What follows belongs to an exercise in optimizing a design on an open flow for small area, a short achievable clock period and few clock cycles per item; a production flow would make more cautious choices.
The RTL was checked by simulation tests, not by an equivalence proof against the original design.

## cl_exit_check
module cl_exit_check (
    input  wire        clk,
    input  wire        rst,           
    input  wire        in_valid,
    output wire        in_ready,
    input  wire [63:0] in_data,
    input  wire [7:0]  in_lane,
    input  wire        in_last,
    input  wire [2:0]  in_nbytes,     
    input  wire [31:0] in_crc,        
    input  wire [25:0] in_handle,     
    output reg         res_valid,
    input  wire        res_ready,
    output reg  [1:0]  res_status,    
    output reg  [2:0]  res_kind,
    output reg  [15:0] res_word,
    output reg  [7:0]  res_expected,
    output reg  [7:0]  res_found,
    output reg  [25:0] res_handle,
    input  wire [1:0]  stat_clr,      
    output reg         rec_valid,
    output reg         rec_lost,
    output reg  [2:0]  rec_kind,
    output reg  [25:0] rec_desc,
    output reg  [15:0] rec_word,
    output reg  [7:0]  rec_expected,
    output reg  [7:0]  rec_found,
    output reg  [15:0] cnt_residue,
    output reg  [15:0] cnt_crc,
    output reg  [15:0] cnt_poison
);
    localparam [1:0] ST_CLEAN = 2'd0, ST_FAIL = 2'd1, ST_POISON = 2'd2;
    function [31:0] crc64;
        input [63:0] u;
        begin
            crc64[0]  = ^(u & 64'h1f91caf6386f2c25);
            crc64[1]  = ^(u & 64'h3f2395ec70de584b);
            crc64[2]  = ^(u & 64'h7e472bd8e1bcb097);
            crc64[3]  = ^(u & 64'hfc8e57b1c379612e);
  ...
Size: about 2100 cells after synthesis, roughly 400 flip-flops, ~24000 sq um of cells after synthesis.
Settings: LEC_CHECK=0, CAP_MARGIN=30, CORE_MARGIN=2, CORE_UTILIZATION=40, SLEW_MARGIN=30; clock period 17.0 ns.
standard.sh (not shown) runs the stock make flow with config.mk's settings and CLKGATE_MAP_FILE= SYNTH_SCRIPT=/design/flow/synth_recipe.tcl, a recipe that flattens the netlist after the stock synthesis.
==> flow/flow/run.sh <==
#!/bin/bash
# The standard layout, with plain buf_1 cells as the port buffers.
set -euo pipefail
export BUFFER_PORTS_ARGS="-buffer_cell sky130_fd_sc_hd__buf_1"
bash standard.sh > standard.log 2>&1
The starting point completed without violations.
Testbench counts at the start, summed over its fixed seeds: cycles 90,909, words 88,462.
Then changed:
==> flow/flow/run.sh (replaced) <==
#!/bin/bash
set -euo pipefail
export BUFFER_PORTS_ARGS="-buffer_cell sky130_fd_sc_hd__buf_1"
export SETUP_SLACK_MARGIN=12.2
bash standard.sh > standard.log 2>&1
Effect: First-iteration DRC count goes up by 0.80%; routed wire length is about the same; non-clock buffer count is unchanged; setup slack gains 0.27 ns.

JK:
cl_exit_check, a different RTL version from the one above (not shown whole).
Size: roughly 2,200 cells after synthesis, roughly 400 flip-flops, about 320 I/O pins, about 23,000 um^2 of cells after synthesis.
Settings: LEC_CHECK=0, CAP_MARGIN=30, CORE_MARGIN=2, CORE_UTILIZATION=45, CTS_CLUSTER_DIAMETER=100, CTS_CLUSTER_SIZE=20, SLEW_MARGIN=30; clock period 17.0 ns.
==> flow/flow/run.sh <==
#!/bin/bash
# The standard layout (the standard.sh, unchanged), with three changes to
# how it is made: plain buf_1 cells as the port buffers; no three-input XOR
# cells (flow/dont_use.mk: the standard flow's config.mk plus these on DONT_USE_CELLS);
# and timing repair asked to keep a setup margin, so that it works on the
# paths that set the achieved period. All of make's output goes to
# standard.log; ORFS keeps each step's log under orfs/logs.
set -euo pipefail
export FLOW_CONFIG="${FLOW_CONFIG:-$PWD/config.mk}"
export BUFFER_PORTS_ARGS="-buffer_cell sky130_fd_sc_hd__buf_1"
export SETUP_SLACK_MARGIN=12.5
bash standard.sh DESIGN_CONFIG="$PWD/flow/dont_use.mk" finish > standard.log 2>&1
==> flow/flow/dont_use.mk <==
# The standard flow's settings (its config.mk, unchanged), plus cells that synthesis and
# timing repair may not use: the three-input XORs, whose area is more than
# that of two two-input XORs. The platform's own list is added after these.
include $(FLOW_CONFIG)
export DONT_USE_CELLS = sky130_fd_sc_hd__xnor3_1 sky130_fd_sc_hd__xnor3_2 sky130_fd_sc_hd__xnor3_4 sky130_fd_sc_hd__xor3_1 sky130_fd_sc_hd__xor3_2 sky130_fd_sc_hd__xor3_4
Ran to the end and failed final checks on max-capacitance violations, max-slew violations: JK.
Testbench counts of JK, summed over its fixed seeds: cycles 88,600, words 88,462.
Changes in MS relative to JK:
Settings: changing CORE_UTILIZATION from 45 to 55; setting PLACE_DENSITY to 0.65 for the first time.
-- flow/flow/run.sh --
<<< JK, line 9
export FLOW_CONFIG="${FLOW_CONFIG:-$PWD/config.mk}"
export BUFFER_PORTS_ARGS="-buffer_cell sky130_fd_sc_hd__buf_1"
export SETUP_SLACK_MARGIN=12.5
bash standard.sh DESIGN_CONFIG="$PWD/flow/dont_use.mk" finish > standard.log 2>&1
>>> MS, line 9
export FLOW_CONFIG="${FLOW_CONFIG:-$PWD/config.mk}"
export BUFFER_PORTS_ARGS="-buffer_cell sky130_fd_sc_hd__buf_1"
export SETUP_SLACK_MARGIN=12.4
bash standard.sh DESIGN_CONFIG="$PWD/flow/dont_use.mk" finish > standard.log 2>&1
==> results.txt <==
Relative to JK, non-clock buffer count has decreased by 102 in MS. Setup WNS JK -> MS: worse. Comparing MS and JK, the lower final cell count is on MS. The final layout from MS, which completed every stage, passed the timing, DRC and antenna checks at the end of the flow. Re detailed-placement wirelength estimate: MS and JK aren't equal, and the higher value belongs to JK. Vias per cell (lower): JK. From JK to MS the numbers moved as follows: placed cell area lower, routed length per instance higher. Starting density of the core: MS > JK. Relative slew slack: MS higher than JK.

## alpha
cl_exit_check again, from the RTL that the note above started with.
Settings: LEC_CHECK=0, CAP_MARGIN=30, CORE_MARGIN=2, CORE_UTILIZATION=45, CTS_CLUSTER_DIAMETER=100, CTS_CLUSTER_SIZE=20, SLEW_MARGIN=30; clock period 17.0 ns.
==> flow/flow/run.sh <==
#!/bin/bash
# The standard layout (the standard.sh, unchanged), with three changes to
# how it is made: plain buf_1 cells as the port buffers; no three-input XOR
# cells (flow/dont_use.mk: the standard flow's config.mk plus these on DONT_USE_CELLS);
# and timing repair asked to keep a setup margin, so that it works on the
# paths that set the achieved period. All of make's output goes to
# standard.log; ORFS keeps each step's log under orfs/logs.
set -euo pipefail
export FLOW_CONFIG="${FLOW_CONFIG:-$PWD/config.mk}"
export BUFFER_PORTS_ARGS="-buffer_cell sky130_fd_sc_hd__buf_1"
export SETUP_SLACK_MARGIN=12.4
bash standard.sh DESIGN_CONFIG="$PWD/flow/dont_use.mk" finish > standard.log 2>&1
Scripts as last shown in full above: flow/flow/dont_use.mk
alpha reached the end of the flow, and the finished layout is clean on the timing, DRC and antenna checks.
Testbench counts of alpha, summed over its fixed seeds: cycles 88,600, words 88,462.
[inputs] beta vs alpha
- clearing CTS_CLUSTER_DIAMETER, which used to be 100
- swapping 45 for 40 in CORE_UTILIZATION
- clearing CTS_CLUSTER_SIZE, which used to be 20
==> flow/flow/run.sh <==
#!/bin/bash
# The standard layout (the standard.sh, unchanged), with two changes to
# how it is made: plain buf_1 cells as the port buffers, and timing repair
# asked to keep a setup margin, so that it works on the paths that set the
# achieved period. All of make's output goes to standard.log; ORFS keeps each
# step's log under orfs/logs.
set -euo pipefail
export BUFFER_PORTS_ARGS="-buffer_cell sky130_fd_sc_hd__buf_1"
export SETUP_SLACK_MARGIN=12.4
bash standard.sh > standard.log 2>&1
removed: flow/flow/dont_use.mk
Notes after the runs:
beta completed end to end with timing, DRC and antenna clean. Starting utilization of the core area sits lower in beta than in alpha. Looking at worst-case setup margin in the final layout across alpha and beta, the one that comes out higher is beta. Diff alpha -> beta: number of nets still failing antenna checks after routing flat; maximum number of pins on one net before global-route repair up 13; final wirelength up 10%; half-perimeter wire length after placement up about 5.3%; final period utilization flat. On maximum operating frequency, alpha and beta are basically level. beta vs. alpha: gate count of the mapped netlist went up by 111. Measured against alpha, the post-route cell area of beta comes out at 1.11 times the reference value.

[afterwards: timing with drivers on the ports]
The flow's constraints put no driver on any port. The routed layouts listed below were extracted and timed again, unchanged, in two steps.
Step 1: set_driving_cell puts a clkbuf_16 on clk and a buf_2 on each other input, an assumption about the parent block.
Step 2, shift: input delay + t, output delay - t, t = (earliest + latest rising clock arrival at the registers) / 2. This alone moves slack from input paths to output paths.
a / b / c = ideal ports / drivers / drivers and shift; a / b = the first two.
| run | t (ns) | slack for setup (ns) | slew at the worst register clock pin (ns) | worst data-port slew with drivers (ns) | pins driven straight from the clock port |
|---|---|---|---|---|---|
| the first run of note 1 | 0.655 | 11.997 / 11.997 / 11.997 | 0.06 / 0.06 | 0.11 | 1 |
| the second run of note 1 | 0.655 | 12.269 / 12.205 / 12.012 | 0.06 / 0.06 | 0.11 | 1 |
| JK | 0.649 | 12.345 / 12.287 / 11.993 | 0.09 / 0.09 | 0.13 | 1 |
| MS | 0.633 | 12.323 / 12.323 / 12.042 | 0.09 / 0.09 | 0.09 | 1 |
| alpha | 0.654 | 12.351 / 12.291 / 12.000 | 0.09 / 0.09 | 0.13 | 1 |
| beta | 0.649 | 12.355 / 12.339 / 11.983 | 0.07 / 0.07 | 0.10 | 1 |
For beta, which loses most, drivers alone change the setup slack by -0.016 ns; drivers and shift together by -0.372 ns.
